Background: an optimization exercise with open tools, aiming at small area, a short achievable clock period and few clock cycles per item. Do not read the settings as production practice. The RTL was checked by simulation tests, not by an equivalence proof against the original design.

==> flow/design.v (outline; a module is shown in full before it is edited, if it fits) <==
// module sun_stage: 3541 lines
module sun_stage (
    input  wire        clk,
    input  wire        rst,
    input  wire        in_valid,
    output wire        in_ready,
    input  wire        in_safe,
    input  wire [15:0] in_s,
    input  wire [15:0] in_g,
    input  wire [15:0] in_red,
    input  wire [15:0] in_grn,
    input  wire [15:0] in_blu,
    output wire        out_valid,
    input  wire        out_ready,
    output wire [15:0] out_red,
    output wire [15:0] out_grn,
    output wire [15:0] out_blu
);
  // ...
==> flow/flow/run.sh <==
#!/bin/bash
set -euo pipefail
sed -e 's/SETUP_SLACK_MARGIN=[0-9.]*/SETUP_SLACK_MARGIN=8/' standard.sh > standard_tight.sh
bash standard_tight.sh > standard.log 2>&1
==> flow/standard.sh <==
#!/bin/bash
# synth_recipe.tcl (not shown) runs the flow's synth.tcl, then flattens the netlist and writes it again
# the make line also repeats each setting of config.mk as NAME=value (left out here)
make -C /OpenROAD-flow-scripts/flow DESIGN_CONFIG=/design/flow/config.mk WORK_HOME=/design/flow/orfs CLKGATE_MAP_FILE= SYNTH_SCRIPT=/design/flow/synth_recipe.tcl "${@:-finish}"
==> flow/config.mk <==
export PLATFORM = sky130hd
export DESIGN_NAME = sun_stage
export DESIGN_NICKNAME = sun_stage
export VERILOG_FILES = /design/flow/design.v
export SDC_FILE = /design/flow/constraint.sdc
export NUM_CORES = 4
export LEC_CHECK = 0
export ABC_CLOCK_PERIOD_IN_PS = 4000
export CAP_MARGIN = 20
export CORE_MARGIN = 2
export CORE_UTILIZATION = 55
export SETUP_SLACK_MARGIN = 5
export SLEW_MARGIN = 20
export TNS_END_PERCENT = 5
==> flow/constraint.sdc <==
create_clock -name core_clock -period 12.0 [get_ports {clk}]
set_input_delay 2.4000 -clock core_clock [delete_from_list [all_inputs] [get_ports {clk}]]
set_output_delay 2.4000 -clock core_clock [all_outputs]
set_load 0.01 [all_outputs]
==> key figures, run 1 <==
Outcome
  – Run status: no timing/DRC/antenna violations

Layout
  – Buffer share of cell area: 0.0257
  – Nets: around 14k
  – Most frequent cells in the layout: 2452 x edfxtp_1, 1597 x inv_1, 1123 x fa_1
  – Multi-input gates: 7342
  – Signal buffers: 463
  – Non-Filler Instances: 15.9k
  – Antenna diodes: 3

Place
  – IO buf count: 134

Global route
  – Met1 usage in global routing: 0.322
  – Met3 usage: 0.0342
  – Vias in the first global route: 90.8k
  – Gr usage total: 0.235

Timing
  – Clk_skew: 0.0462 ns
  – Minimum clock period after layout: between 4 and 5 ns
  – Hold Violations, Final: 0
  – Setup violators final: 0

Routing
  – DRT iter0 DRCs: 5090
  – Met1 WL: ~140000 µm
  – Post-Route WL: 317000 µm
  – DRC Markers: 0
  – Drt wl/cell: 19.9 µm

Clock tree
  – TritonCTS buffer count: around 280
  – Clock Path Buffers: 4

Setup path
  – CP max stage delay: 0.58 ns
  – Critical R2R Launch: m14_b[15]
  – Slowest-stage cell, CP: clkdlybuf4s50_1
  – Worst reg-to-reg setup slack: between 7 and 8 ns
  – Terminus of the critical flop-to-flop path: x15_b[16]
  – Crit. Startpoint: o_r[10]

Logic synthesis
  – Count leader, synth: edfxtp_1
  – Fraction of the mapped netlist area in adder cells: 0.236
  – Post-Syn Area: 149000 µm²
  – Synth Area in Compound Gates: 0.0593
  – Xor/xnor share of the synthesized area: 0.0591

Floorplanning
  – Die W: 524 µm

Worst hold path
  – Hold path start: su5[7]
Testbench counts, summed over its fixed seeds: cycles 24,136, items 24,000.
==> run 2: changes to the inputs <==
--- a/flow/config.mk
+++ b/flow/config.mk
@@ -12,3 +12,2 @@
 export SETUP_SLACK_MARGIN = 5
 export SLEW_MARGIN = 20
-export TNS_END_PERCENT = 5
==> run 2 against run 1 <==
Compared with the run above:
- clock skew shrank 0.011 ns
- non-clock buffer count grew 143
- synthesized cell count stayed put
- largest cell class unchanged
==> key figures, run 2 <==
Outcome
  – Run status: no timing/DRC/antenna violations (unchanged)

Worst hold path
  – Worst Hold Depth: 0 (unchanged)
  – Hold endpoint: v9_r[12] (was su6[7])
  – Hold WC Path Type: reg -> reg (unchanged)
  – Hold path start: v8_r[12] (was su5[7])

Logic synthesis
  – Async SR Flop Fraction: 0 (unchanged)
  – Post-synth EDFFs: 2452 (unchanged)
  – Syn nets: 13.9k (unchanged)
  – Mux share of post-synthesis cell area: 0.00668 (unchanged)
  – Synth top area cells: edfxtp_1 50%, fa_1 15%, ha_1 8.4%, xnor2_1 4.5%, inv_1 4.1% (unchanged)
  – Synth Area in Simple Gates: 0.0925 (unchanged)
  – YS warnings: 1 (unchanged)
  – Largest family of logic cells by synthesized area: adder cells (unchanged)
  – Synth Flop Type: edfxtp_1 (unchanged)
  – Synth Area in Compound Gates: 0.0593 (unchanged)
  – Yosys reg bits: 2471 (unchanged)
  – Area leader, netlist: edfxtp_1 (unchanged)
  – Synth top area share: 0.496 (unchanged)
  – Syn_area_per_cell: 12.7 µm² (unchanged)
  – Post-Syn Area: 149000 µm² (unchanged)
  – Xor/xnor share of the synthesized area: 0.0591 (unchanged)
  – Commonest cells post-synth: 2452 x edfxtp_1, 1604 x inv_1, 1129 x fa_1 (unchanged)
  – Cells after Synth: 11.7k (unchanged)
  – Count leader, synth: edfxtp_1 (unchanged)
  – Seq/Total Area, Yosys: 0.498 (unchanged)
  – Netlist cell types: 88 (unchanged)
  – Fraction of the mapped netlist area in adder cells: 0.236 (unchanged)

Timing
  – Unrepaired setup endpoints after global routing: true (unchanged)
  – Clk_skew: 0.0356 ns (was 0.0462 ns)
  – Fin crit share: 0.345 (was 0.356)
  – Minimum clock period after layout: 4.14 ns (was 4.27 ns)
  – Worst Tran Pin Value: 1.06 ns (was 1.11 ns)
  – Slew Limit Fails: 0 (unchanged)
  – Setup violators final: 0 (unchanged)
  – Setup TNS Final: 0 ns (unchanged)
  – Hold Violations, Final: 0 (unchanged)
  – Fmax achieved: 0.241 GHz (was 0.234 GHz)
  – Rel. slew slack: 0.291 (was 0.262)

Clock tree
  – Clock Path Buffers: 4 (unchanged)
  – Worst-Skew Late Latency: 0.88 ns (was 0.86 ns)
  – H-tree depth: 5 (unchanged)
  – Root Buffer: clkbuf_16 (unchanged)
  – CTS tree: built (unchanged)
  – TritonCTS buffer count: 277 (was 275)
  – Hold-fix buffers, CTS: 0 (unchanged)
  – Clk slew on worst S/H paths: 0.05 ns (was 0.06 ns)
  – Clk sink count: 2471 (unchanged)

Layout
  – Most common cell after layout, fill and taps aside: edfxtp_1 (unchanged)
  – Footprint of the multi-input gates: 68700 µm² (was 68000 µm²)
  – # fillers: 20.7k (was 21.1k)
  – Register area: 74000 µm² (about the same)
  – Nets: 14.5k (was 14.4k)
  – Area grow syn2layout: 13.1% (was 11.3%)
  – Most frequent cells in the layout: 2452 x edfxtp_1, 1555 x inv_1, 1041 x fa_1 (was 2452 x edfxtp_1, 1597 x inv_1, 1123 x fa_1)
  – Layout cells sized above 1: 0.105 (was 0.0750)

Setup path
  – Slowest-stage cell, CP: fa_2 (was clkdlybuf4s50_1)
  – Cell mode on critical path: fa_2
  – Cell depth of the worst flop-to-flop path: 11 (was 9)
  – CP max FO: 4 (was 1)
  – Worst Path Class, Setup: reg -> reg (was reg -> out)
  – CP Buf/Inv Count: 4 (was 1)
  – Critical path arrival: 4.74 ns (was 1.87 ns)
  – Crit path max-delay family: adder cells (was buffers and inverters)
  – CP max stage delay: 0.56 ns (was 0.58 ns)
  – Worst EP required: 12.60 ns (was 9.60 ns)
  – CP cell instances: buf_12 > buf_12 > and2_4 > fa_1 > inv_2 > fa_2 > fa_2 > fa_2 > fa_2 > inv_2 > fa_2 (was clkdlybuf4s50_1)
  – Worst reg-to-reg setup slack: 7.86 ns (was 7.77 ns)
  – Critical R2R Launch: d12[5] (was m14_b[15])
  – Critical Path Start Type: flop (unchanged)
  – Terminus of the critical flop-to-flop path: sg13[17] (was x15_b[16])
  – Worst setup EP type: flop (was output port)

Floorplanning
  – Initial Utilization: 0.554 (unchanged)
  – Row count: 190 (unchanged)
  – Ports: 135 (unchanged)
  – Core Box Area: 268000 µm² (unchanged)
  – Die W: 524 µm (unchanged)
  – Overall die area: 274000 µm² (unchanged)
  – Die Y: 524 µm (unchanged)

Global route
  – Largest net degree at the start of global routing: 135 (was 97)
  – Vias in the first global route: 91.2k (was 90.8k)
  – Gr usage total: 0.237 (was 0.235)
  – Initial antenna violation count: 8 (was 4)
  – Final global-route overflow total: 0 (unchanged)
  – Global-route wire length before repair: 504000 µm (was 502000 µm)

Place
  – Routability cong.: 0.880 (was 0.878)
  – Dpl hpwl: 230000 µm (was 234000 µm)
  – IO buf count: 134 (unchanged)

Routing
  – Post-Route WL: 319000 µm (was 317000 µm)
  – Final antenna-violating net count: 0 (unchanged)
  – Via density: 5.38 (was 5.40)
  – Vias: 86.5k (was 86.0k)
  – DRT iter0 DRCs: 5386 (was 5090)
  – Drt first pass iters: 6 (unchanged)
  – DRC Markers: 0 (unchanged)
  – Drt wl/cell: 19.8 µm (was 19.9 µm)

Flow run
  – MaxCap Viol Count: 0 (unchanged)
run 2: changes by cell type in the layout (fill, tap and decap cells not counted), sizes merged:
cell / before / now
buf: 322 / 467
clkdlybuf4s50: 131 / 84
clkdlybuf4s15: 0 / 39
clkbuf: 351 / 335
clkinv: 95 / 110
bufinv: 15 / 22
dlygate4sd2: 1 / 7
bufbuf: 3 / 8
clkinvlp: 10 / 14
diode: 3 / 5
dlymetal6s2s: 2 / 0
run 2: cell families after synthesis:
family          Yosys count
compound gates         1371
xor+xnor               1002
fa+ha+maj              2129
buf+inv                1880
flops                  2471
mux                      92
simple gates           2748
run 2: routing by layer:
metal  routed length [µm]  GRT usage  share of wire  up-vias
li1                     -          -              -    40900
met1               139000      0.321           0.44    43000
met2               153000      0.395           0.48     1931
met3                15300     0.0311          0.048      570
met4                11600     0.0810          0.036        2
met5                    9          0       0.000028        -
run 2: area by class of cell:
type                       instances  area share
timing repair buffer             606      0.0352
sequential                      2471       0.441
inverter                        1605      0.0359
tap                             3552      0.0265
clock inverter                   160     0.00933
clock buffer                     334      0.0434
multi-input combinational       7342       0.409
antenna                            5   0.0000745
run 2: worst reg2reg max path, cell delays in order (launching register included):
cell,delay [ns]
edfxtp_1,0.43
buf_12,0.16
buf_12,0.12
and2_4,0.13
fa_1,0.49
inv_2,0.04
fa_2,0.54
fa_2,0.45
fa_2,0.56
fa_2,0.44
inv_2,0.09
fa_2,0.43
run 2: repair_timing:
item / in CTS / in global routing
gates resized for setup: 257 / 278
setup buffers: 310 / 108
endpoints found under the setup margin: 190 / 312
hold endpoints to repair: 0 / 0
pin swaps: 179 / 176
gates cloned: 8 / 0
run 2: stage by stage:
step            util  instance area [µm²]  hold slack (ns)  instances  setup WS, ns
2_1_floorplan      -               149000            0.400      11700          6.96
3_3_place_gp   0.574               154000            0.400      15200          7.63
3_5_place_dp   0.574               154000            0.405      15200          7.57
4_1_cts        0.619               166000            0.399      16000          7.82
5_1_grt        0.626               168000            0.406      16100          7.78
6_report       0.626               168000            0.396      16100          7.86
run 2: worst max path at each step:
stage             start        to  slack, ns  cells past startpoint
2_1_floorplan        sv  Q13_b[0]       6.96                      3
3_3_place_gp   xg12[12]  sg13[16]       7.63                     10
3_5_place_dp    su10[5]  nf11[19]       7.57                     15
4_1_cts             rdy  in_ready       7.82                      2
5_1_grt        xb12[12]  sb13[14]       7.78                      9
6_report         d12[5]  sg13[17]       7.86                     11
==> run 3: changes to the inputs <==
==> flow/flow/run.sh (replaced) <==
#!/bin/bash
# Own flow: the standard layout (standard.sh), unchanged except that
#  - the port buffers that global placement inserts on every input and output
#    are buf_2 cells instead of the default delay buffers.
set -euo pipefail
sed -e "s/SETUP_SLACK_MARGIN=[0-9.]*/SETUP_SLACK_MARGIN=8 'BUFFER_PORTS_ARGS=-buffer_cell sky130_fd_sc_hd__buf_2'/" standard.sh > standard_tight.sh
bash standard_tight.sh > standard.log 2>&1
--- a/flow/config.mk
+++ b/flow/config.mk
@@ -12,2 +12,3 @@
 export SETUP_SLACK_MARGIN = 5
 export SLEW_MARGIN = 20
+export TNS_END_PERCENT = 5
==> run 3 against run 2 <==
Compared with the run above:
- utilization shrank 1.2 points
- non-clock buffer count shrank 185
- via count shrank 1.2%
- critical path depth is the same
- critical path type unchanged
- wire length shrank 2.2%
==> key figures, run 3 <==
Timing
  – Setup TNS Final: 0 ns (unchanged)
  – Rel. slew slack: 0.163 (was 0.291)
  – Fin crit share: 0.346 (was 0.345)
  – Slew Limit Fails: 0 (unchanged)
  – Minimum clock period after layout: 4.15 ns (was 4.14 ns)
  – Unrepaired setup endpoints after global routing: true (unchanged)
  – Clk_skew: 0.0457 ns (was 0.0356 ns)
  – Hold Violations, Final: 0 (unchanged)
  – Setup violators final: 0 (unchanged)
  – Worst Tran Pin Value: 1.26 ns (was 1.06 ns)
  – Fmax achieved: 0.241 GHz (about the same)

Routing
  – Via density: 5.38 (about the same)
  – Drt first pass iters: 5 (was 6)
  – Final antenna-violating net count: 0 (unchanged)
  – Drt wl/cell: 19.6 µm (was 19.8 µm)
  – DRC Markers: 0 (unchanged)
  – DRT iter0 DRCs: 5395 (was 5386)
  – Vias: 85.4k (was 86.5k)
  – Post-Route WL: 312000 µm (was 319000 µm)

Setup path
  – Cell mode on critical path: fa_1 (was fa_2)
  – Critical Path Start Type: flop (unchanged)
  – Critical path arrival: 4.75 ns (was 4.74 ns)
  – CP max FO: 6 (was 4)
  – Slowest-stage cell, CP: fa_1 (was fa_2)
  – Worst setup EP type: flop (unchanged)
  – CP cell instances: buf_4 > buf_4 > and2_1 > fa_1 > inv_1 > fa_1 > fa_1 > fa_1 > fa_1 > inv_1 > fa_1 (was buf_12 > buf_12 > and2_4 > fa_1 > inv_2 > fa_2 > fa_2 > fa_2 > fa_2 > inv_2 > fa_2)
  – CP max stage delay: 0.54 ns (was 0.56 ns)
  – Worst EP required: 12.61 ns (was 12.60 ns)
  – Worst Path Class, Setup: reg -> reg (unchanged)

Logic synthesis
  – Post-synth EDFFs: 2452 (unchanged)
  – Synth top area cells: edfxtp_1 50%, fa_1 15%, ha_1 8.4%, xnor2_1 4.5%, inv_1 4.1% (unchanged)
  – YS warnings: 1 (unchanged)
  – Area leader, netlist: edfxtp_1 (unchanged)
  – Syn nets: 13.9k (unchanged)
  – Async SR Flop Fraction: 0 (unchanged)
  – Synth Flop Type: edfxtp_1 (unchanged)
  – Seq/Total Area, Yosys: 0.498 (unchanged)
  – Post-Syn Area: 149000 µm² (unchanged)
  – Netlist cell types: 88 (unchanged)
  – Commonest cells post-synth: 2452 x edfxtp_1, 1604 x inv_1, 1129 x fa_1 (unchanged)
  – Count leader, synth: edfxtp_1 (unchanged)
  – Yosys reg bits: 2471 (unchanged)
  – Syn_area_per_cell: 12.7 µm² (unchanged)
  – Cells after Synth: 11.7k (unchanged)
  – Synth top area share: 0.496 (unchanged)

Clock tree
  – Hold-fix buffers, CTS: 0 (unchanged)
  – CTS tree: built (unchanged)
  – Root Buffer: clkbuf_16 (unchanged)
  – Clock Path Buffers: 4 (unchanged)
  – Clk sink count: 2471 (unchanged)
  – Clk slew on worst S/H paths: 0.06 ns (was 0.05 ns)
  – Worst-Skew Late Latency: 0.88 ns (about the same)
  – H-tree depth: 5 (unchanged)
  – TritonCTS buffer count: 280 (was 277)

Layout
  – Nets: 14.3k (was 14.5k)
  – # fillers: 21.1k (was 20.7k)
  – Final core utilization: 0.614 (was 0.626)
  – Area grow syn2layout: 10.9% (was 13.1%)
  – Most common cell after layout, fill and taps aside: edfxtp_1 (unchanged)
  – Most frequent cells in the layout: 2452 x edfxtp_1, 1601 x inv_1, 1121 x fa_1 (was 2452 x edfxtp_1, 1555 x inv_1, 1041 x fa_1)
  – Layout cells sized above 1: 0.0845 (was 0.105)

Global route
  – Final global-route overflow total: 0 (unchanged)
  – Largest net degree at the start of global routing: 176 (was 135)
  – Vias in the first global route: 89.8k (was 91.2k)
  – Global-route wire length before repair: 496000 µm (was 504000 µm)
  – Gr usage total: 0.231 (was 0.237)
  – Initial antenna violation count: 8 (unchanged)

Place
  – Dpl hpwl: 230000 µm (about the same)
  – IO buf count: 134 (unchanged)
  – Routability cong.: 0.862 (was 0.880)

Floorplanning
  – Ports: 135 (unchanged)
  – Die Y: 524 µm (unchanged)
  – Die W: 524 µm (unchanged)
  – Overall die area: 274000 µm² (unchanged)
  – Row count: 190 (unchanged)
  – Initial Utilization: 0.554 (unchanged)
  – Core Box Area: 268000 µm² (unchanged)

Flow run
  – MaxCap Viol Count: 0 (unchanged)

Outcome
  – Run status: no timing/DRC/antenna violations (unchanged)

Worst hold path
  – Hold WC Path Type: reg -> reg (unchanged)
## run 3: cell counts after synthesis
No cell type changed its count.
## run 3: layout make-up
class                   count  area, µm²  share of cell area
clock inverters           162       1670              0.0101
multi-input cells        7342      67900               0.412
well taps                3552       4440              0.0270
inverters                1605       6030              0.0366
flip-flops and latches   2471      74000               0.450
diodes                      2       5.00           0.0000304
repair buffers            421       3200              0.0194
clock buffers             331       7380              0.0448
## run 3: layer usage
layer,global-route usage,vias up,part of all wire
met5,0,-,0.000035
met4,0.0723,2,0.032
met3,0.0311,484,0.050
met2,0.384,1854,0.48
met1,0.318,42500,0.44
li1,-,40600,-
## run 3: final timing paths
path / end / start / slack (ns) / depth (start not counted)
max: x15_b[14] / m14_b[12] / 7.85 / 11
min: v13_g[13] / v12_g[13] / 0.40 / 0
max reg2reg: x15_b[14] / m14_b[12] / 7.85 / 11
min reg2reg: v13_g[13] / v12_g[13] / 0.40 / 0
## run 3: critical path: cells and delay by family (launching register included)
family / cells / cell delay (ns)
buffers and inverters: 4 / 0.44
adder cells (fa/ha/maj): 6 / 2.93
AND/OR/NAND/NOR: 1 / 0.15
flip-flops: 1 / 0.36
## run 3: logic make-up after synthesis
group           after synthesis  synth area share
mux                          92           0.00668
compound gates             1371            0.0593
xor+xnor                   1002            0.0591
buf+inv                    1880            0.0476
simple gates               2748            0.0925
fa+ha+maj                  2129             0.236
flops                      2471             0.498
## run 3: timing repair
action / in CTS / in global routing
gates cloned: 2 / 6
pin swaps: 22 / 80
buffers inserted: 141 / 89
setup endpoints to repair: 144 / 274
resized for setup: 29 / 85
## run 3: per-stage QoR
stage          instances  area [µm²]  hold slack [ns]  setup slack (ns)
2_1_floorplan      11700      149000            0.400              5.95
3_3_place_gp       15200      153000            0.401              7.43
3_5_place_dp       15200      153000            0.405              7.39
4_1_cts            15800      163000            0.403              7.69
5_1_grt            15900      165000            0.421              7.76
6_report           15900      165000            0.401              7.85
==> run 4: changes to the inputs <==
--- a/flow/config.mk
+++ b/flow/config.mk
@@ -12,3 +12,2 @@
 export SETUP_SLACK_MARGIN = 5
 export SLEW_MARGIN = 20
-export TNS_END_PERCENT = 5
==> run 4 against run 3 <==
Compared with the run above:
- count of clock-buffer cells in the layout increased by 14
- via count increased by 1.8%
- area after synthesis unchanged
- synthesized cell count unchanged
- still clean on timing, DRC and antenna
- sequential share of layout area decreased by 0.64 points
- global-route usage increased by 0.52 points
- largest cell class unchanged
- utilization increased by 0.88 points
==> key figures, run 4 <==
Outcome
  – Run status: no timing/DRC/antenna violations (unchanged)

Worst hold path
  – Worst Hold Depth: 0 (unchanged)
  – Hold WC Path Type: reg -> reg (unchanged)

Logic synthesis
  – YS warnings: 1 (unchanged)
  – Post-Syn Area: 149000 µm² (unchanged)
  – Async SR Flop Fraction: 0 (unchanged)
  – Area leader, netlist: edfxtp_1 (unchanged)
  – Synth Flop Type: edfxtp_1 (unchanged)
  – Synth top area cells: edfxtp_1 50%, fa_1 15%, ha_1 8.4%, xnor2_1 4.5%, inv_1 4.1% (unchanged)
  – Netlist cell types: 88 (unchanged)
  – Syn nets: 13.9k (unchanged)
  – Syn_area_per_cell: 12.7 µm² (unchanged)
  – Seq/Total Area, Yosys: 0.498 (unchanged)
  – Yosys reg bits: 2471 (unchanged)
  – Commonest cells post-synth: 2452 x edfxtp_1, 1604 x inv_1, 1129 x fa_1 (unchanged)
  – Post-synth EDFFs: 2452 (unchanged)
  – Cells after Synth: 11.7k (unchanged)
  – Synth top area share: 0.496 (unchanged)
  – Count leader, synth: edfxtp_1 (unchanged)

Layout
  – # fillers: 20.7k (was 21.1k)
  – Most common cell after layout, fill and taps aside: edfxtp_1 (unchanged)
  – Non-Filler Instances: 16.1k (was 15.9k)
  – Final Instance Area: 167000 µm² (was 165000 µm²)
  – Nets: 14.5k (was 14.3k)
  – Area grow syn2layout: 12.5% (was 10.9%)
  – Layout cells sized above 1: 0.110 (was 0.0845)
  – Most frequent cells in the layout: 2452 x edfxtp_1, 1559 x inv_1, 1055 x fa_1 (was 2452 x edfxtp_1, 1601 x inv_1, 1121 x fa_1)

Timing
  – Slew Limit Fails: 0 (unchanged)
  – Unrepaired setup endpoints after global routing: true (unchanged)
  – Setup violators final: 0 (unchanged)
  – Setup TNS Final: 0 ns (unchanged)
  – Worst Tran Pin Value: 1.20 ns (was 1.26 ns)
  – Fin crit share: 0.343 (was 0.346)
  – Hold Violations, Final: 0 (unchanged)
  – Fmax achieved: 0.243 GHz (was 0.241 GHz)
  – Minimum clock period after layout: 4.12 ns (was 4.15 ns)
  – Clk_skew: 0.0361 ns (was 0.0457 ns)
  – Rel. slew slack: 0.202 (was 0.163)

Setup path
  – CP max stage delay: 0.58 ns (was 0.54 ns)
  – Cell depth of the worst flop-to-flop path: 11 (unchanged)
  – Worst setup EP type: flop (unchanged)
  – Slowest-stage cell, CP: fa_2 (was fa_1)
  – Critical path arrival: 4.71 ns (was 4.75 ns)
  – Cell mode on critical path: fa_2 (was fa_1)
  – Critical Path Start Type: flop (unchanged)
  – CP cell instances: buf_6 > buf_6 > and2_4 > fa_2 > inv_2 > fa_2 > fa_2 > fa_2 > fa_1 > inv_1 > fa_2 (was buf_4 > buf_4 > and2_1 > fa_1 > inv_1 > fa_1 > fa_1 > fa_1 > fa_1 > inv_1 > fa_1)
  – CP max FO: 7 (was 6)
  – Worst EP required: 12.59 ns (was 12.61 ns)
  – Worst Path Class, Setup: reg -> reg (unchanged)

Place
  – DP Area: 153000 µm² (about the same)
  – Routability cong.: 0.856 (was 0.862)
  – IO buf count: 134 (unchanged)
  – Inst Count DP: 15.2k (unchanged)
  – Dpl hpwl: 228000 µm (was 230000 µm)

Routing
  – DRC Markers: 0 (unchanged)
  – Via density: 5.41 (was 5.38)
  – DRT iter0 DRCs: 5491 (was 5395)
  – Vias: 86.9k (was 85.4k)
  – Drt first pass iters: 6 (was 5)
  – Post-Route WL: 319000 µm (was 312000 µm)
  – Drt wl/cell: 19.8 µm (was 19.6 µm)
  – Final antenna-violating net count: 0 (unchanged)

Global route
  – Final global-route overflow total: 0 (unchanged)
  – Gr usage total: 0.237 (was 0.231)
  – Initial antenna violation count: 4 (was 8)
  – Largest net degree at the start of global routing: 155 (was 176)
  – Global-route wire length before repair: 504000 µm (was 496000 µm)
  – Vias in the first global route: 91.4k (was 89.8k)

Clock tree
  – TritonCTS buffer count: 279 (was 280)
  – Worst-Skew Late Latency: 0.86 ns (was 0.88 ns)
  – H-tree depth: 5 (unchanged)
  – Clock Path Buffers: 4 (unchanged)
  – Clk sink count: 2471 (unchanged)
  – Root Buffer: clkbuf_16 (unchanged)
  – Hold-fix buffers, CTS: 0 (unchanged)
  – Clk slew on worst S/H paths: 0.06 ns (about the same)
  – CTS tree: built (unchanged)

Flow run
  – MaxCap Viol Count: 0 (unchanged)

Floorplanning
  – Die W: 524 µm (unchanged)
  – Die Y: 524 µm (unchanged)
  – Row count: 190 (unchanged)
  – Core Box Area: 268000 µm² (unchanged)
  – Overall die area: 274000 µm² (unchanged)
  – Initial Utilization: 0.554 (unchanged)
  – Ports: 135 (unchanged)
-- run 4: final timing paths --
| path | start | slack (ns) | endpoint |
|---|---|---|---|
| hold reg to reg | v8_b[14] | 0.41 | v9_b[14] |
| setup reg to reg | m14_g[12] | 7.88 | x15_g[15] |
| hold / removal | v8_b[14] | 0.41 | v9_b[14] |
| setup / recovery | m14_g[12] | 7.88 | x15_g[15] |
-- run 4: worst max-delay path: cells and delay by family, from the launching register on --
kind	cells	cell delay [ns]
buffers and inverters	4	0.38
adders and majority gates	6	2.95
and+or+nand+nor	1	0.15
DFF	1	0.37
-- run 4: kinds of logic after synthesis --
| family | Yosys count | synth area share |
|---|---|---|
| AND/OR/NAND/NOR | 2748 | 0.0925 |
| flip-flops | 2471 | 0.498 |
| adder cells (fa/ha/maj) | 2129 | 0.236 |
| buffers and inverters | 1880 | 0.0476 |
| AO/OA/AOI/OAI | 1371 | 0.0593 |
| XOR/XNOR | 1002 | 0.0591 |
| multiplexers | 92 | 0.00668 |
-- run 4: layout make-up --
type | count | area [µm²] | share of cell area
Clock buffer | 345 | 7370 | 0.0441
Timing Repair Buffer | 599 | 5280 | 0.0316
Inverter | 1605 | 6030 | 0.0361
Sequential cell | 2471 | 74000 | 0.443
Clock inverter | 152 | 1360 | 0.00813
Multi-Input combinational cell | 7342 | 68500 | 0.410
Tap cell | 3552 | 4440 | 0.0266
Antenna cell | 3 | 7.51 | 0.0000450
-- run 4: metal layers --
metal  routed length [µm]  track usage  vias to the layer above  part of all wire
met3                17700       0.0384                      545             0.056
li1                     -            -                    40900                 -
met4                11500       0.0791                        2             0.036
met2               150000        0.388                     2088              0.47
met5                   17            0                        -          0.000053
met1               139000        0.323                    43300              0.44
-- run 4: stage by stage --
| step | util | setup slack (ns) | hold WS (ns) |
|---|---|---|---|
| floorplan | - | 6.96 | 0.400 |
| global placement | 0.571 | 7.49 | 0.401 |
| detailed placement | 0.571 | 7.51 | 0.405 |
| CTS | 0.615 | 7.82 | 0.403 |
| global route | 0.623 | 7.78 | 0.411 |
| finish | 0.623 | 7.88 | 0.408 |
-- run 4: timing repair --
item                                    4_1_cts  5_1_grt
buffers inserted                            290      115
cloned                                        8        0
resized for setup                           148      219
pin swaps                                   171      141
endpoints found under the setup margin      149      181
==> run 5: changes to the inputs <==
--- a/flow/config.mk
+++ b/flow/config.mk
@@ -10,4 +10,8 @@
 export CORE_MARGIN = 2
 export CORE_UTILIZATION = 55
+export CTS_BUF_LIST = sky130_fd_sc_hd__clkbuf_8
+export CTS_CLUSTER_DIAMETER = 50
+export CTS_CLUSTER_SIZE = 18
 export SETUP_SLACK_MARGIN = 5
 export SLEW_MARGIN = 20
+export TNS_END_PERCENT = 5
==> run 5 against run 4 <==
Compared with the run above:
- still clean on timing, DRC and antenna
- via count decreased by 1.5%
- sequential share of layout area up 1.3 points
- synthesized cell count unchanged
- maximum frequency about the same
- first-iteration DRC count decreased by 6.8%
- critical path type unchanged
- highest routed layer unchanged
==> key figures, run 5 <==
Clock tree
  – Worst-Skew Late Latency: 1.05 ns (was 0.86 ns)
  – H-tree depth: 5 (unchanged)
  – TritonCTS buffer count: 283 (was 279)
  – Clk slew on worst S/H paths: 0.10 ns (was 0.06 ns)
  – Clock Path Buffers: 4 (unchanged)
  – Root Buffer: clkbuf_8 (was clkbuf_16)
  – Clk sink count: 2471 (unchanged)
  – CTS tree: built (unchanged)
  – Hold-fix buffers, CTS: 0 (unchanged)

Timing
  – Clk_skew: 0.0797 ns (was 0.0361 ns)
  – Setup violators final: 0 (unchanged)
  – Worst Tran Pin Value: 1.16 ns (was 1.20 ns)
  – Setup TNS Final: 0 ns (unchanged)
  – Unrepaired setup endpoints after global routing: true (unchanged)
  – Fin crit share: 0.344 (was 0.343)
  – Hold Violations, Final: 0 (unchanged)
  – Slew Limit Fails: 0 (unchanged)
  – Rel. slew slack: 0.225 (was 0.202)
  – Minimum clock period after layout: 4.12 ns (about the same)
  – Fmax achieved: 0.242 GHz (was 0.243 GHz)

Logic synthesis
  – YS warnings: 1 (unchanged)
  – Async SR Flop Fraction: 0 (unchanged)
  – Synth Flop Type: edfxtp_1 (unchanged)
  – Netlist cell types: 88 (unchanged)
  – Commonest cells post-synth: 2452 x edfxtp_1, 1604 x inv_1, 1129 x fa_1 (unchanged)
  – Count leader, synth: edfxtp_1 (unchanged)
  – Cells after Synth: 11.7k (unchanged)
  – Yosys reg bits: 2471 (unchanged)
  – Seq/Total Area, Yosys: 0.498 (unchanged)
  – Post-synth EDFFs: 2452 (unchanged)
  – Synth top area share: 0.496 (unchanged)
  – Area leader, netlist: edfxtp_1 (unchanged)
  – Syn nets: 13.9k (unchanged)
  – Syn_area_per_cell: 12.7 µm² (unchanged)
  – Post-Syn Area: 149000 µm² (unchanged)
  – Synth top area cells: edfxtp_1 50%, fa_1 15%, ha_1 8.4%, xnor2_1 4.5%, inv_1 4.1% (unchanged)

Floorplanning
  – Overall die area: 274000 µm² (unchanged)
  – Initial Utilization: 0.554 (unchanged)
  – Ports: 135 (unchanged)
  – Row count: 190 (unchanged)
  – Die W: 524 µm (unchanged)
  – Core Box Area: 268000 µm² (unchanged)
  – Die Y: 524 µm (unchanged)

Layout
  – Nets: 14.4k (was 14.5k)
  – Most frequent cells in the layout: 2452 x edfxtp_1, 1615 x inv_1, 1116 x fa_1 (was 2452 x edfxtp_1, 1559 x inv_1, 1055 x fa_1)
  – Final Instance Area: 162000 µm² (was 167000 µm²)
  – Area grow syn2layout: 9.23% (was 12.5%)
  – Most common cell after layout, fill and taps aside: edfxtp_1 (unchanged)
  – Layout cells sized above 1: 0.0936 (was 0.110)

Place
  – IO buf count: 134 (unchanged)
  – Routability cong.: 0.862 (was 0.856)
  – Dpl hpwl: 230000 µm (was 228000 µm)
  – DP Area: 153000 µm² (about the same)

Setup path
  – Worst setup EP type: flop (unchanged)
  – Crit. Startpoint: ab14[4] (was m14_g[12])
  – Critical Path Start Type: flop (unchanged)
  – Worst EP required: 12.72 ns (was 12.59 ns)
  – Critical path arrival: 4.85 ns (was 4.71 ns)
  – Worst reg-to-reg setup slack: 7.88 ns (about the same)
  – Worst Setup EP: x15_b[16] (was x15_g[15])
  – Critical R2R Launch: ab14[4] (was m14_g[12])
  – Cell depth of the worst flop-to-flop path: 9 (was 11)
  – Worst Path Class, Setup: reg -> reg (unchanged)
  – CP max FO: 6 (was 7)
  – Terminus of the critical flop-to-flop path: x15_b[16] (was x15_g[15])

Routing
  – DRT iter0 DRCs: 5117 (was 5491)
  – Via density: 5.37 (was 5.41)
  – Final antenna-violating net count: 0 (unchanged)
  – Drt first pass iters: 7 (was 6)
  – Vias: 85.6k (was 86.9k)
  – Drt wl/cell: 19.6 µm (was 19.8 µm)
  – Post-Route WL: 312000 µm (was 319000 µm)
  – DRC Markers: 0 (unchanged)

Global route
  – Final global-route overflow total: 0 (unchanged)
  – Global-route wire length before repair: 494000 µm (was 504000 µm)
  – Gr usage total: 0.231 (was 0.237)
  – Largest net degree at the start of global routing: 176 (was 155)
  – Vias in the first global route: 89.6k (was 91.4k)
  – Initial antenna violation count: 6 (was 4)

Worst hold path
  – Hold WC Path Type: reg -> reg (unchanged)

Flow run
  – MaxCap Viol Count: 0 (unchanged)

Outcome
  – Run status: no timing/DRC/antenna violations (unchanged)
[run 5: changes by cell type in the layout (fill, tap and decap cells not counted), moves of 56 or more]
| cell | before | now |
|---|---|---|
| clkbuf_8 | 1 | 289 |
| clkbuf_16 | 285 | 5 |
| buf_4 | 350 | 263 |
| fa_1 | 1055 | 1116 |
| fa_2 | 74 | 13 |
| clkbuf_1 | 59 | 0 |
| inv_1 | 1559 | 1615 |
[run 5: how the worst min path moves through the flow]
stage               depth (start not counted)    start  slack [ns]      end
finish                                      0  su6[15]        0.38  su7[15]
CTS                                         0  su6[15]        0.38  su7[15]
global route                                0  su6[15]        0.41  su7[15]
detailed placement                          0   su9[2]        0.40  su10[2]
floorplan                                   0     dy11        0.40    day12
global placement                            0   su4[3]        0.40   su5[3]
[run 5: layout make-up]
class	instances	area, µm²
flip-flops and latches	2471	74000
multi-input cells	7342	68000
clock inverters	229	2350
well taps	3552	4440
repair buffers	438	3420
inverters	1605	6030
clock buffers	289	3980
diodes	4	10.0
fillers	21400	106000
[run 5: repair_timing]
action | CTS | global route
resized for setup | 44 | 103
pin swaps | 25 | 107
gates cloned | 4 | 6
buffers inserted | 154 | 91
setup endpoints to repair | 196 | 305
[run 5: metal layers]
| metal | vias up | global-route usage | wire length [µm] |
|---|---|---|---|
| met5 | - | 0 | 16 |
| met4 | 2 | 0.0734 | 10000 |
| met3 | 505 | 0.0297 | 15100 |
| met2 | 1925 | 0.383 | 149000 |
| met1 | 42600 | 0.318 | 138000 |
| li1 | 40600 | - | - |
[run 5: cell families after synthesis]
| logic type | share of synthesized area |
|---|---|
| buffers and inverters | 0.0476 |
| DFF | 0.498 |
| adders and majority gates | 0.236 |
| muxes | 0.00668 |
| xor gates and xnor gates | 0.0591 |
| AOI/OAI and AO/OA | 0.0593 |
| and+or+nand+nor | 0.0925 |
[run 5: through the flow]
step                utilization  hold slack (ns)  setup slack [ns]  instances
floorplan                     -            0.400              5.95      11700
global placement          0.571            0.401              7.43      15200
detailed placement        0.571            0.405              7.39      15200
CTS                       0.600            0.378              7.68      15800
global route              0.605            0.409              7.78      15900
finish                    0.605            0.381              7.88      15900
[run 5: worst max-delay path: stages (launching register included)]
cell,delay (ns)
edfxtp_1,0.57
and2_4,0.24
fa_1,0.50
inv_1,0.05
fa_1,0.55
fa_1,0.44
fa_1,0.42
fa_1,0.57
inv_1,0.06
fa_1,0.45
==> run 6: changes to the inputs <==
--- a/flow/config.mk
+++ b/flow/config.mk
@@ -9,8 +9,8 @@
 export CAP_MARGIN = 20
 export CORE_MARGIN = 2
-export CORE_UTILIZATION = 55
+export CORE_UTILIZATION = 62
 export CTS_BUF_LIST = sky130_fd_sc_hd__clkbuf_8
-export CTS_CLUSTER_DIAMETER = 50
-export CTS_CLUSTER_SIZE = 18
+export CTS_CLUSTER_DIAMETER = 45
+export CTS_CLUSTER_SIZE = 16
 export SETUP_SLACK_MARGIN = 5
 export SLEW_MARGIN = 20
==> run 6 against run 5 <==
Compared with the run above:
- maximum frequency is 1.5% lower
- clock skew increased by 0.0072 ns
- global-route usage is 2.4 points higher
- die area is 11% lower
- worst hold slack lost 0.0099 ns
- highest routed layer unchanged
- flip-flop and latch count unchanged
- still clean on timing, DRC and antenna
- critical path depth did not move
- non-clock buffer count increased by 33
- cell count decreased by 1.6%
- synthesized cell count did not move
==> key figures, run 6 <==
Outcome
  – Run status: no timing/DRC/antenna violations (unchanged)

Clock tree
  – Worst-Skew Late Latency: 1.09 ns (was 1.05 ns)
  – H-tree depth: 5 (unchanged)
  – Hold-fix buffers, CTS: 0 (unchanged)
  – Clock Path Buffers: 4 (unchanged)
  – Root Buffer: clkbuf_8 (unchanged)
  – CTS tree: built (unchanged)
  – Clk slew on worst S/H paths: 0.08 ns (was 0.10 ns)
  – TritonCTS buffer count: 340 (was 283)
  – Clk sink count: 2471 (unchanged)

Global route
  – Final global-route overflow total: 0 (unchanged)
  – Global-route wire length before repair: 487000 µm (was 494000 µm)
  – Initial antenna violation count: 8 (was 6)
  – Vias in the first global route: 90.3k (was 89.6k)
  – Largest net degree at the start of global routing: 97 (was 176)
  – Gr usage total: 0.255 (was 0.231)

Routing
  – Vias: 86.4k (was 85.6k)
  – Via density: 5.51 (was 5.37)
  – Drt first pass iters: 5 (was 7)
  – Final antenna-violating net count: 0 (unchanged)
  – Drt wl/cell: 19.6 µm (about the same)
  – DRC Markers: 0 (unchanged)
  – DRT iter0 DRCs: 5182 (was 5117)
  – Post-Route WL: 307000 µm (was 312000 µm)

Layout
  – Nets: 14.4k (about the same)
  – Most common cell after layout, fill and taps aside: edfxtp_1 (unchanged)
  – Layout cells sized above 1: 0.104 (was 0.0936)
  – # fillers: 17.1k (was 21.4k)
  – Most frequent cells in the layout: 2452 x edfxtp_1, 1603 x inv_1, 1119 x fa_1 (was 2452 x edfxtp_1, 1615 x inv_1, 1116 x fa_1)
  – Footprint of the multi-input gates: 68000 µm² (about the same)
  – Area grow syn2layout: 9.86% (was 9.23%)
  – Register area: 74000 µm² (unchanged)

Logic synthesis
  – Area leader, netlist: edfxtp_1 (unchanged)
  – Synth top area cells: edfxtp_1 50%, fa_1 15%, ha_1 8.4%, xnor2_1 4.5%, inv_1 4.1% (unchanged)
  – Cells after Synth: 11.7k (unchanged)
  – YS warnings: 1 (unchanged)
  – Synth top area share: 0.496 (unchanged)
  – Count leader, synth: edfxtp_1 (unchanged)
  – Syn nets: 13.9k (unchanged)
  – Yosys reg bits: 2471 (unchanged)
  – Syn_area_per_cell: 12.7 µm² (unchanged)
  – Async SR Flop Fraction: 0 (unchanged)
  – Netlist cell types: 88 (unchanged)
  – Commonest cells post-synth: 2452 x edfxtp_1, 1604 x inv_1, 1129 x fa_1 (unchanged)
  – Seq/Total Area, Yosys: 0.498 (unchanged)
  – Synth Flop Type: edfxtp_1 (unchanged)
  – Post-Syn Area: 149000 µm² (unchanged)
  – Post-synth EDFFs: 2452 (unchanged)

Setup path
  – Worst reg-to-reg setup slack: 7.81 ns (was 7.88 ns)
  – Critical Path Start Type: flop (unchanged)
  – Cell depth of the worst flop-to-flop path: 9 (unchanged)
  – Critical R2R Launch: ar14[4] (was ab14[4])
  – Critical path arrival: 4.95 ns (was 4.85 ns)
  – Worst setup EP type: flop (unchanged)
  – Worst EP required: 12.76 ns (was 12.72 ns)
  – Terminus of the critical flop-to-flop path: x15_r[15] (was x15_b[16])
  – CP max FO: 6 (unchanged)
  – Worst Path Class, Setup: reg -> reg (unchanged)
  – Crit. Startpoint: ar14[4] (was ab14[4])

Timing
  – Slew Limit Fails: 0 (unchanged)
  – Clk_skew: 0.0869 ns (was 0.0797 ns)
  – Setup violators final: 0 (unchanged)
  – Hold Violations, Final: 0 (unchanged)
  – Fmax achieved: 0.239 GHz (was 0.242 GHz)
  – Fin crit share: 0.349 (was 0.344)
  – Minimum clock period after layout: 4.19 ns (was 4.12 ns)
  – Unrepaired setup endpoints after global routing: true (unchanged)
  – Rel. slew slack: 0.307 (was 0.225)
  – Worst Tran Pin Value: 1.04 ns (was 1.16 ns)
  – Setup TNS Final: 0 ns (unchanged)

Worst hold path
  – Hold endpoint: v10_g[15] (was su7[15])
  – Worst Hold Depth: 0 (unchanged)
  – Hold path start: v9_g[15] (was su6[15])
  – Hold WC Path Type: reg -> reg (unchanged)

Floorplanning
  – Die Y: 493 µm (was 524 µm)
  – Core Box Area: 238000 µm² (was 268000 µm²)
  – Initial Utilization: 0.624 (was 0.554)
  – Overall die area: 243000 µm² (was 274000 µm²)
  – Ports: 135 (unchanged)
  – Die W: 493 µm (was 524 µm)
  – Row count: 179 (was 190)

Flow run
  – MaxCap Viol Count: 0 (unchanged)

Place
  – Routability cong.: 0.901 (was 0.862)
  – IO buf count: 134 (unchanged)
  – Dpl hpwl: 227000 µm (was 230000 µm)
[run 6: worst max-delay path, cell delays in order, from the launching register on]
cell and delay (ns):
edfxtp_1 0.57, and2_4 0.22, fa_1 0.49, inv_1 0.06, fa_2 0.49, fa_1 0.59, fa_2 0.44, fa_1 0.55
inv_1 0.06, fa_1 0.44
[run 6: stage by stage]
stage | cells | setup slack, ns | instance area (µm²) | hold WS [ns] | utilization
2_1_floorplan | 11700 | 5.95 | 149000 | 0.400 | -
3_3_place_gp | 14800 | 7.51 | 153000 | 0.401 | 0.641
3_5_place_dp | 14800 | 7.46 | 153000 | 0.405 | 0.641
4_1_cts | 15400 | 7.63 | 161000 | 0.358 | 0.675
5_1_grt | 15700 | 7.71 | 163000 | 0.357 | 0.685
6_report | 15700 | 7.81 | 163000 | 0.372 | 0.685
[run 6: worst max path at each step]
stage / to / slack, ns
finish: x15_r[15] / 7.81
global route: sb13[14] / 7.71
CTS: x15_r[17] / 7.63
detailed placement: nf11[19] / 7.46
global placement: sg13[15] / 7.51
floorplan: Q11_b[0] / 5.95
[run 6: layout make-up]
| cell class | count | share of cell area |
|---|---|---|
| clock inverter | 264 | 0.0166 |
| tap | 3167 | 0.0243 |
| timing repair buffer | 471 | 0.0224 |
| clock buffer | 345 | 0.0291 |
| antenna | 6 | 0.0000920 |
| multi-input combinational | 7342 | 0.417 |
| inverter | 1605 | 0.0369 |
| sequential | 2471 | 0.454 |
[run 6: cell families after synthesis]
kind of cell,count (synthesis),share of synthesized area
adder cells (fa/ha/maj),2129,0.236
buffers and inverters,1880,0.0476
flip-flops,2471,0.498
AO/OA/AOI/OAI,1371,0.0593
multiplexers,92,0.00668
XOR/XNOR,1002,0.0591
AND/OR/NAND/NOR,2748,0.0925
[run 6: layer usage]
| layer | wire length [µm] | GRT usage |
|---|---|---|
| met5 | 12 | 0 |
| met2 | 149000 | 0.426 |
| met4 | 10700 | 0.0846 |
| met1 | 131000 | 0.346 |
| met3 | 15900 | 0.0362 |
[run 6: repair_timing]
action	4_1_cts	5_1_grt
pin swaps	0	96
resized for setup	6	136
gates cloned	0	7
endpoints found under the setup margin	284	362
buffers inserted	59	222
==> run 7: changes to the inputs <==
==> flow/flow/run.sh (replaced) <==
#!/bin/bash
# Own flow: the standard layout (standard.sh), unchanged except that
#  - the port buffers that global placement inserts on every input and output
#    are buf_2 cells instead of the default delay buffers;
#  - clock tree synthesis (same settings as config.mk gives it) inserts no
#    dummy loads.
set -euo pipefail
CTS="CTS_ARGS=-sink_clustering_enable -repair_clock_nets -sink_clustering_size 18 -sink_clustering_max_diameter 50 -buf_list sky130_fd_sc_hd__clkbuf_8 -dont_use_dummy_load"
sed -e "s/SETUP_SLACK_MARGIN=[0-9.]*/SETUP_SLACK_MARGIN=8 'BUFFER_PORTS_ARGS=-buffer_cell sky130_fd_sc_hd__buf_2' '$CTS'/" standard.sh > standard_tight.sh
bash standard_tight.sh > standard.log 2>&1
--- a/flow/config.mk
+++ b/flow/config.mk
@@ -9,8 +9,8 @@
 export CAP_MARGIN = 20
 export CORE_MARGIN = 2
-export CORE_UTILIZATION = 62
+export CORE_UTILIZATION = 55
 export CTS_BUF_LIST = sky130_fd_sc_hd__clkbuf_8
-export CTS_CLUSTER_DIAMETER = 45
-export CTS_CLUSTER_SIZE = 16
+export CTS_CLUSTER_DIAMETER = 50
+export CTS_CLUSTER_SIZE = 18
 export SETUP_SLACK_MARGIN = 5
 export SLEW_MARGIN = 20
==> run 7 against run 6 <==
Compared with the run above:
- worst setup slack improved by 0.0095 ns
- area after synthesis did not move
- critical endpoint is now sb13[16]
- utilization fell by 9.0 points
==> key figures, run 7 <==
Logic synthesis
  – Cells after Synth: 11.7k (unchanged)
  – Netlist cell types: 88 (unchanged)
  – Count leader, synth: edfxtp_1 (unchanged)
  – Post-Syn Area: 149000 µm² (unchanged)
  – Async SR Flop Fraction: 0 (unchanged)
  – Synth top area share: 0.496 (unchanged)
  – Commonest cells post-synth: 2452 x edfxtp_1, 1604 x inv_1, 1129 x fa_1 (unchanged)
  – Yosys reg bits: 2471 (unchanged)
  – YS warnings: 1 (unchanged)
  – Synth top area cells: edfxtp_1 50%, fa_1 15%, ha_1 8.4%, xnor2_1 4.5%, inv_1 4.1% (unchanged)
  – Syn nets: 13.9k (unchanged)
  – Seq/Total Area, Yosys: 0.498 (unchanged)
  – Area leader, netlist: edfxtp_1 (unchanged)
  – Post-synth EDFFs: 2452 (unchanged)
  – Syn_area_per_cell: 12.7 µm² (unchanged)
  – Synth Flop Type: edfxtp_1 (unchanged)

Routing
  – Final antenna-violating net count: 0 (unchanged)
  – Vias: 85.0k (was 86.4k)
  – Post-Route WL: 311000 µm (was 307000 µm)
  – Via density: 5.42 (was 5.51)
  – Drt wl/cell: 19.8 µm (was 19.6 µm)
  – Drt first pass iters: 6 (was 5)
  – DRT iter0 DRCs: 5126 (was 5182)
  – DRC Markers: 0 (unchanged)

Layout
  – Final core utilization: 0.595 (was 0.685)
  – Nets: 14.3k (was 14.4k)
  – Area grow syn2layout: 7.48% (was 9.86%)
  – Most common cell after layout, fill and taps aside: edfxtp_1 (unchanged)
  – Final Instance Area: 160000 µm² (was 163000 µm²)
  – # fillers: 21.6k (was 17.1k)
  – Footprint of the multi-input gates: 67900 µm² (was 68000 µm²)
  – Layout cells sized above 1: 0.0775 (was 0.104)
  – Most frequent cells in the layout: 2452 x edfxtp_1, 1598 x inv_1, 1116 x fa_1 (was 2452 x edfxtp_1, 1603 x inv_1, 1119 x fa_1)
  – Register area: 74000 µm² (unchanged)

Floorplanning
  – Initial Utilization: 0.554 (was 0.624)
  – Overall die area: 274000 µm² (was 243000 µm²)
  – Row count: 190 (was 179)
  – Die W: 524 µm (was 493 µm)
  – Die Y: 524 µm (was 493 µm)
  – Ports: 135 (unchanged)
  – Core Box Area: 268000 µm² (was 238000 µm²)

Place
  – Dpl hpwl: 230000 µm (was 227000 µm)
  – IO buf count: 134 (unchanged)
  – Routability cong.: 0.862 (was 0.901)
  – DP Area: 153000 µm² (about the same)

Timing
  – Minimum clock period after layout: 4.18 ns (was 4.19 ns)
  – Slew Limit Fails: 0 (unchanged)
  – Clk_skew: 0.111 ns (was 0.0869 ns)
  – Setup TNS Final: 0 ns (unchanged)
  – Unrepaired setup endpoints after global routing: true (unchanged)
  – Fin crit share: 0.348 (was 0.349)
  – Worst Tran Pin Value: 1.20 ns (was 1.04 ns)
  – Hold Violations, Final: 0 (unchanged)
  – Fmax achieved: 0.239 GHz (about the same)
  – Rel. slew slack: 0.200 (was 0.307)
  – Setup violators final: 0 (unchanged)

Setup path
  – Critical R2R Launch: d12[2] (was ar14[4])
  – Terminus of the critical flop-to-flop path: sb13[16] (was x15_r[15])
  – Crit. Startpoint: d12[2] (was ar14[4])
  – Cell depth of the worst flop-to-flop path: 11 (was 9)
  – Worst EP required: 12.71 ns (was 12.76 ns)
  – Worst reg-to-reg setup slack: 7.82 ns (was 7.81 ns)
  – Critical path arrival: 4.89 ns (was 4.95 ns)
  – Worst Setup EP: sb13[16] (was x15_r[15])
  – CP max FO: 5 (was 6)
  – Worst setup EP type: flop (unchanged)
  – Critical Path Start Type: flop (unchanged)
  – Worst Path Class, Setup: reg -> reg (unchanged)

Clock tree
  – Clk sink count: 2471 (unchanged)
  – H-tree depth: 5 (unchanged)
  – Root Buffer: clkbuf_8 (unchanged)
  – Clock Path Buffers: 4 (unchanged)
  – Clk slew on worst S/H paths: 0.09 ns (was 0.08 ns)
  – TritonCTS buffer count: 283 (was 340)
  – Worst-Skew Late Latency: 1.04 ns (was 1.09 ns)
  – Hold-fix buffers, CTS: 0 (unchanged)
  – CTS tree: built (unchanged)

Flow run
  – MaxCap Viol Count: 0 (unchanged)

Worst hold path
  – Hold WC Path Type: reg -> reg (unchanged)

Global route
  – Global-route wire length before repair: 493000 µm (was 487000 µm)
  – Initial antenna violation count: 8 (unchanged)
  – Vias in the first global route: 89.3k (was 90.3k)
  – Final global-route overflow total: 0 (unchanged)
  – Gr usage total: 0.231 (was 0.255)
  – Largest net degree at the start of global routing: 176 (was 97)

Outcome
  – Run status: no timing/DRC/antenna violations (unchanged)
## run 7: how the worst min path moves through the flow
stage | start | to | cells past startpoint
5_1_grt | su2[2] | su3[2] | 0
6_report | su6[15] | su7[15] | 0
3_3_place_gp | su4[3] | su5[3] | 0
4_1_cts | su6[15] | su7[15] | 0
2_1_floorplan | dy11 | day12 | 0
3_5_place_dp | su9[2] | su10[2] | 0
## run 7: logic make-up (layout without fill, tap and decap cells)
group | after synthesis | count (layout) | synth area share
AOI/OAI and AO/OA | 1371 | 1371 | 0.0593
xor gates and xnor gates | 1002 | 1002 | 0.0591
adders and majority gates | 2129 | 2129 | 0.236
buffers and inverters | 1880 | 2310 | 0.0476
DFF | 2471 | 2471 | 0.498
muxes | 92 | 92 | 0.00668
other | 0 | 6 | 0
and+or+nand+nor | 2748 | 2748 | 0.0925
## run 7: worst max-delay path: stages, from the launching register on
cell      delay (ns)
edfxtp_1        0.52
buf_12          0.20
buf_6           0.11
and2_4          0.13
fa_1            0.45
fa_1            0.51
inv_2           0.04
fa_2            0.54
fa_2            0.44
fa_2            0.55
inv_2           0.04
fa_2            0.39
## run 7: what timing repair did
| item | in CTS | in global routing |
|---|---|---|
| pin swaps | 28 | 82 |
| buffers inserted | 167 | 63 |
| gates cloned | 5 | 4 |
| setup endpoints to repair | 190 | 293 |
| gates resized for setup | 46 | 81 |
## run 7: final cells by class
class,count,area share
multi-input combinational,7342,0.426
clock buffer,283,0.0244
tap,3552,0.0278
inverter,1605,0.0378
sequential,2471,0.464
antenna,6,0.0000941
timing repair buffer,422,0.0206
## run 7: stage by stage
step	hold slack [ns]	instances	worst slack, ns
floorplan	0.400	11700	5.95
detailed placement	0.405	15200	7.39
global placement	0.401	15200	7.43
finish	0.367	15700	7.82
CTS	0.372	15600	7.69
global route	0.375	15700	7.74
## run 7: metal layers
metal  GRT usage  vias up  part of all wire
li1            -    40300                 -
met1       0.317    42300              0.44
met2       0.383     1864              0.48
met3      0.0303      489             0.049
met4      0.0726        4             0.032
met5           0        -          0.000087

==> what the ideal ports hide <==
In the flow no input, the clock included, has a driving cell. The finished layouts below were timed again as built, in two steps.
Step 1 assumes that a clkbuf_16 drives the clock port and a buf_2 every other input.
Step 2 also shifts input and output timing later by t, the mid clock arrival at the registers, as if the neighbouring blocks saw the same clock.
a / b / c = ideal ports / drivers / drivers and shift; a / b = the first two.
run	t, ns	slack for setup (ns)	hold WS [ns]	worst data-port slew with drivers (ns)	cell pins on the clock port's net
run 1	0.939	7.728 / 7.632 / 7.289	0.408 / 0.408 / 0.408	0.07	1
run 2	0.968	7.858 / 7.858 / 7.727	0.396 / 0.396 / 0.396	0.06	1
run 3	0.954	7.854 / 7.780 / 7.772	0.401 / 0.401 / 0.401	0.07	1
run 4	0.939	7.879 / 7.879 / 7.755	0.408 / 0.408 / 0.408	0.06	1
run 5	1.101	7.875 / 7.800 / 7.755	0.381 / 0.381 / 0.381	0.07	1
run 6	1.131	7.813 / 7.753 / 7.585	0.372 / 0.372 / 0.372	0.05	1
run 7	1.067	7.822 / 7.822 / 7.757	0.367 / 0.367 / 0.367	0.07	1
After both steps setup and hold are still met in every run listed. For run 1, which loses most, drivers alone change the setup slack by -0.096 ns; drivers and shift together by -0.439 ns.
